This is an optimization exercise on Yosys and OpenROAD, whose aim is small area, a short achievable clock period and few clock cycles per item, not a production implementation.
Only simulation tests tie the RTL to the original design; equivalence was not proved.
Power is estimated from default activity; no workload was simulated.

Setup of try-pepper:
## friction_interp
module friction_interp (
    input  wire        clk,
    input  wire        rst,
    input  wire        start,
    input  wire [31:0] p,
    input  wire [31:0] pos_min,
    input  wire [31:0] span,
    input  wire        rotary,
    output wire        busy,
    output reg         done,
    output wire [31:0] term,
    output wire        mem_req,
    output wire [7:0]  mem_addr,
    input  wire [31:0] mem_rdata
);
Settings: LEC_CHECK=0, CAP_MARGIN=20, CORE_MARGIN=2, CORE_UTILIZATION=72, CTS_CLUSTER_DIAMETER=100, CTS_CLUSTER_SIZE=24, SLEW_MARGIN=20; clock period 12.0 ns.
standard.sh (not shown) runs the stock make flow with config.mk's settings and CLKGATE_MAP_FILE= SYNTH_SCRIPT=/design/flow/synth_recipe.tcl, a recipe that flattens the netlist after the stock synthesis.
==> flow/flow/run.sh <==
#!/bin/bash
set -euo pipefail
bash standard.sh SETUP_SLACK_MARGIN=8.6 \
  'BUFFER_PORTS_ARGS=-buffer_cell sky130_fd_sc_hd__buf_1' finish > make_finish.log 2>&1
try-pepper: flow completed, timing, DRC and antenna clean
Testbench counts of try-pepper, summed over its fixed seeds: cycles 124,973, lookups 4,096.
> inputs changed (try-pepper -> try-yarrow)
diff --git a/flow/flow/run.sh b/flow/flow/run.sh
--- a/flow/flow/run.sh
+++ b/flow/flow/run.sh
@@ -3 +3 @@
-bash standard.sh SETUP_SLACK_MARGIN=8.6 \
+bash standard.sh SETUP_SLACK_MARGIN=8.5 \
Notes after the runs:
- try-yarrow: flow completed, timing, DRC and antenna clean
- Compared try-yarrow vs try-pepper, and detailed route wirelength on metal2 is up in try-yarrow.
- On cell count, try-pepper and try-yarrow are neck and neck.
- Compared with try-pepper, wire length of the first global-routing pass in try-yarrow increased slightly.
- try-yarrow has wire length the detailed router placed on met1 above what try-pepper had.
- Sort try-pepper and try-yarrow by sequential share of layout area desc -> top: try-pepper
- Clock network fraction of total power: try-pepper vs try-yarrow — no meaningful difference
- Diff try-pepper -> try-yarrow: final hold slack moved up; wire length per cell moved up.
Modified inputs, try-ember compared to try-yarrow
diff --git a/flow/flow/run.sh b/flow/flow/run.sh
--- a/flow/flow/run.sh
+++ b/flow/flow/run.sh
@@ -3 +3 @@
-bash standard.sh SETUP_SLACK_MARGIN=8.5 \
+bash standard.sh SETUP_SLACK_MARGIN=8.6 \
diff --git a/flow/config.mk b/flow/config.mk
--- a/flow/config.mk
+++ b/flow/config.mk
@@ -12,0 +13 @@
+export PLACE_DENSITY = 0.85
- Area overhead of the layout relative to synthesis for try-ember: 2.3 points up relative to try-yarrow
- The sequential share of layout area of try-ember falls short of that of try-yarrow by 0.38 points.
- Diff try-ember..try-yarrow | initial cell density of the core | unchanged
- [compare] base=try-yarrow new=try-ember: met1 layer wirelength in the final routing now smaller; switching power higher.
- try-yarrow ended up with flip-flop to flip-flop as its class of the most critical setup path; try-ember ended up with flip-flop to output port.
- Switching power share of the total came out lower on try-ember than on try-yarrow.
- Of the two values seen for critical path endpoint, addr[3]$_DFFE_PP_ was produced by try-yarrow and mem_addr[6] by try-ember.
What try-nickel does differently from try-ember at the input level:
diff --git a/flow/flow/run.sh b/flow/flow/run.sh
--- a/flow/flow/run.sh
+++ b/flow/flow/run.sh
@@ -3 +3 @@
-bash standard.sh SETUP_SLACK_MARGIN=8.6 \
+bash standard.sh SETUP_SLACK_MARGIN=8.4 \
diff --git a/flow/config.mk b/flow/config.mk
--- a/flow/config.mk
+++ b/flow/config.mk
@@ -13 +12,0 @@
-export PLACE_DENSITY = 0.85
[summary]
Summary: net switching power figure, try-nickel better than try-ember
Net switching share of the total power was higher in the run labelled try-nickel.
Summary of the comparison: fmax is lower in try-nickel, relative to try-ember.
On try-nickel: total power per unit cell area is about 3.5% lower than what try-ember gave.
When try-nickel is set beside try-ember, its pin count of the biggest net entering global routing turns out to be 29% smaller.
Between try-ember and try-nickel, combinational power decreased.
Against try-ember, the final cell area of try-nickel is lower.
try-nickel vs try-ember — routed metal-1 wire length climbed slightly
Here is what was changed in the inputs of try-garnet compared with try-nickel.
diff --git a/flow/flow/run.sh b/flow/flow/run.sh
--- a/flow/flow/run.sh
+++ b/flow/flow/run.sh
@@ -3 +3 @@
-bash standard.sh SETUP_SLACK_MARGIN=8.4 \
+bash standard.sh SETUP_SLACK_MARGIN=8.6 \
diff --git a/flow/config.mk b/flow/config.mk
--- a/flow/config.mk
+++ b/flow/config.mk
@@ -10 +10 @@
-export CORE_UTILIZATION = 72
+export CORE_UTILIZATION = 65
## What came out
- | signed area change from the synthesized netlist to the final layout | lower: try-nickel |
- try-garnet — share of power burned in registers 1.6 points lower, try-nickel as reference
- Against try-nickel, hold slack in try-garnet came out better.

## afterwards: timing with drivers on the ports
How much do the figures lean on ideal ports? The routed layouts below were timed once more, with nothing changed but the port constraints. Step 1: set_driving_cell puts a clkbuf_16 on clk and a buf_2 on each other input, an assumption about the parent block. Step 2 adds t to the input delays and takes it off the output delays; t is the mean of the earliest and latest rising clock arrival at the registers after step 1. Input paths then give back, and output paths get back, about the clock's delay inside the block. a / b / c = ideal / step 1 / step 2; a / b = the first two.
| run | shift t [ns] | slack for setup (ns) | worst setup path at the end | pins driven straight from the clock port |
|---|---|---|---|---|
| try-pepper | 0.530 | 8.550 / 8.506 / 8.550 | register to register | 1 |
| try-yarrow | 0.528 | 8.343 / 8.343 / 8.343 | register to register | 1 |
| try-ember | 0.528 | 8.566 / 8.521 / 8.572 | register to register | 1 |
| try-nickel | 0.524 | 8.458 / 8.420 / 8.458 | register to register | 1 |
| try-garnet | 0.526 | 8.538 / 8.538 / 8.538 | register to register | 1 |
After both steps every run listed still meets setup and hold.
